From an optimization exercise on the open Yosys and OpenROAD flow, aimed at small area, a short achievable clock period and few clock cycles; shortcuts taken in it are not production practice. In this exercise RTL edits were held to simulation tests only and were not proved equivalent to the original. Power figures rest on the tool's default switching activity, not on a simulated workload.

## run 1
## fondant_dec
module fondant_dec (
    input  wire        clk,
    input  wire        rst,
    input  wire        start,
    output wire        start_ready,
    input  wire [4:0]  s_depth,        
    input  wire [4:0]  s_k,            
    input  wire [3:0]  s_rows_m1,
    input  wire [5:0]  s_cols_m1,
    input  wire [15:0] s_len,          
    input  wire        in_valid,
    output wire        in_ready,
    input  wire [31:0] in_data,
    output reg         pix_valid,
    output reg  [15:0] pix_y,
    output reg         done
);
Size in the first run: roughly 1400 flip-flops.
export LEC_CHECK = 0
export ABC_AREA = 1
export CAP_MARGIN = 20
export CORE_MARGIN = 2
export CORE_UTILIZATION = 65
export CTS_BUF_LIST = sky130_fd_sc_hd__clkbuf_8 sky130_fd_sc_hd__clkbuf_16
export CTS_CLUSTER_DIAMETER = 80
export CTS_CLUSTER_SIZE = 25
export PLACE_DENSITY = 0.75
export SLEW_MARGIN = 20
create_clock -name core_clock -period 36.0 [get_ports {clk}]
standard.sh (not shown) runs the stock make flow with config.mk's settings and CLKGATE_MAP_FILE= SYNTH_SCRIPT=/design/flow/synth_recipe.tcl, a recipe that flattens the netlist after the stock synthesis.
==> flow/flow/run.sh <==
#!/bin/bash
set -euo pipefail
export BUFFER_PORTS_ARGS="-buffer_cell sky130_fd_sc_hd__buf_1"
export SETUP_SLACK_MARGIN=28
bash standard.sh > make.log 2>&1
Run 1 finished all stages; the layout is clean.
Testbench counts of run 1, summed over its fixed seeds: cycles 330,320.
Here is what was changed in the inputs of run 2 compared with run 1.
# run 1
export LEC_CHECK = 0
export ABC_AREA = 1
export CAP_MARGIN = 20
export CORE_MARGIN = 2
export CORE_UTILIZATION = 65
export CTS_BUF_LIST = sky130_fd_sc_hd__clkbuf_8 sky130_fd_sc_hd__clkbuf_16
export CTS_CLUSTER_DIAMETER = 80
export CTS_CLUSTER_SIZE = 25
export PLACE_DENSITY = 0.75
export SLEW_MARGIN = 20
create_clock -name core_clock -period 36.0 [get_ports {clk}]
# run 2
export LEC_CHECK = 0
export ABC_AREA = 1
export CAP_MARGIN = 20
export CORE_MARGIN = 2
export CORE_UTILIZATION = 65
export CTS_BUF_LIST = sky130_fd_sc_hd__clkbuf_16
export CTS_CLUSTER_DIAMETER = 80
export CTS_CLUSTER_SIZE = 25
export PLACE_DENSITY = 0.75
export SLEW_MARGIN = 20
create_clock -name core_clock -period 36.0 [get_ports {clk}]
==> flow/run.sh (new file) <==
#!/bin/bash
# synth_recipe.tcl (not shown) runs the flow's synth.tcl, then flattens the netlist and writes it again
# the make line also repeats each setting of config.mk as NAME=value (left out here)
make -C /OpenROAD-flow-scripts/flow DESIGN_CONFIG=/design/flow/config.mk WORK_HOME=/design/flow/orfs CLKGATE_MAP_FILE= SYNTH_SCRIPT=/design/flow/synth_recipe.tcl finish
removed: flow/flow/run.sh
removed: flow/standard.sh
Looking at number of inserted filler cells in the final layout across run 2 and run 1, the one that comes out lower is run 1. Run 2: relative contribution of combinational cells to total power is 0.2 points lower than what run 1 reported. Max worst hold slack across run 2 and run 1: run 2.
Inputs modified between run 2 and run 3:
# run 2
export LEC_CHECK = 0
export ABC_AREA = 1
export CAP_MARGIN = 20
export CORE_MARGIN = 2
export CORE_UTILIZATION = 65
export CTS_BUF_LIST = sky130_fd_sc_hd__clkbuf_16
export CTS_CLUSTER_DIAMETER = 80
export CTS_CLUSTER_SIZE = 25
export PLACE_DENSITY = 0.75
export SLEW_MARGIN = 20
create_clock -name core_clock -period 36.0 [get_ports {clk}]
# run 3
export LEC_CHECK = 0
export ABC_AREA = 1
export CAP_MARGIN = 20
export CORE_MARGIN = 2
export CORE_UTILIZATION = 65
export CTS_BUF_LIST = sky130_fd_sc_hd__clkbuf_16
export CTS_CLUSTER_DIAMETER = 90
export CTS_CLUSTER_SIZE = 28
export PLACE_DENSITY = 0.75
export SLEW_MARGIN = 20
create_clock -name core_clock -period 36.0 [get_ports {clk}]
==> flow/flow/run.sh (new file) <==
#!/bin/bash
set -euo pipefail
export BUFFER_PORTS_ARGS="-buffer_cell sky130_fd_sc_hd__buf_1"
export SETUP_SLACK_MARGIN=28
bash standard.sh > make.log 2>&1
==> flow/standard.sh (new file) <==
#!/bin/bash
# synth_recipe.tcl (not shown) runs the flow's synth.tcl, then flattens the netlist and writes it again
# the make line also repeats each setting of config.mk as NAME=value (left out here)
make -C /OpenROAD-flow-scripts/flow DESIGN_CONFIG=/design/flow/config.mk WORK_HOME=/design/flow/orfs CLKGATE_MAP_FILE= SYNTH_SCRIPT=/design/flow/synth_recipe.tcl "${@:-finish}"
removed: flow/run.sh
### Flow results
Delta (run 3 minus run 2): worst relative slew slack fell by 4.4 points, post-route worst hold slack level, sequential share of layout area went up.
Per-cell via count in the routed design: run 3 > run 2
Comparing run 2 against run 3, there is no change at all in hold-fix buffer count after cts.
Run 3 — shortest period the worst path allows 0.47 ns lower, run 2 as reference
Relative to run 3, the following input files were edited for run 4:
# run 3
export LEC_CHECK = 0
export ABC_AREA = 1
export CAP_MARGIN = 20
export CORE_MARGIN = 2
export CORE_UTILIZATION = 65
export CTS_BUF_LIST = sky130_fd_sc_hd__clkbuf_16
export CTS_CLUSTER_DIAMETER = 90
export CTS_CLUSTER_SIZE = 28
export PLACE_DENSITY = 0.75
export SLEW_MARGIN = 20
create_clock -name core_clock -period 36.0 [get_ports {clk}]
# run 4
export LEC_CHECK = 0
export ABC_AREA = 1
export CAP_MARGIN = 20
export CORE_MARGIN = 2
export CORE_UTILIZATION = 65
export CTS_BUF_LIST = sky130_fd_sc_hd__clkbuf_16
export CTS_CLUSTER_DIAMETER = 80
export CTS_CLUSTER_SIZE = 25
export PLACE_DENSITY = 0.75
export SLEW_MARGIN = 20
create_clock -name core_clock -period 36.0 [get_ports {clk}]
Findings:
[run 4] power rose 0.000091 W relative to run 3. Note that the number of buffers created by CTS recorded for run 4 amounts to 1.18 times the value seen in run 3. Post-cts hold buffer count came out exactly the same in run 3 and run 4. Per the comparison of run 4 with run 3, post-route fraction of the period consumed by the critical path barely changed; global-route usage climbed 0.45 points.

[separate check: timing with driven ports]
The results above use ideal ports. As a check the final layouts listed here were re-extracted and re-timed, cells and wires unchanged.
Step 1 (the two cells are an assumption about what drives the block):
set clk [get_ports {clk}]
set_driving_cell -lib_cell sky130_fd_sc_hd__clkbuf_16 $clk
set_driving_cell -lib_cell sky130_fd_sc_hd__buf_2 [delete_from_list [all_inputs] $clk]
Step 2 adds t to the input delays and takes it off the output delays; t is the mean of the earliest and latest rising clock arrival at the registers after step 1. Input paths then give back, and output paths get back, about the clock's delay inside the block.
Three values: ideal, step 1, step 2; two values: the first two.
| run | t, ns | setup WS [ns] | clock arrival spread, ns |
|---|---|---|---|
| run 1 | 0.703 | 27.687 / 27.622 / 27.859 | 0.032 / 0.031 |
| run 2 | 0.717 | 27.181 / 27.112 / 27.465 | 0.038 / 0.038 |
| run 3 | 0.742 | 27.651 / 27.584 / 27.864 | 0.038 / 0.038 |
| run 4 | 0.703 | 27.687 / 27.622 / 27.859 | 0.032 / 0.031 |
After both steps setup and hold are still met in every run listed.
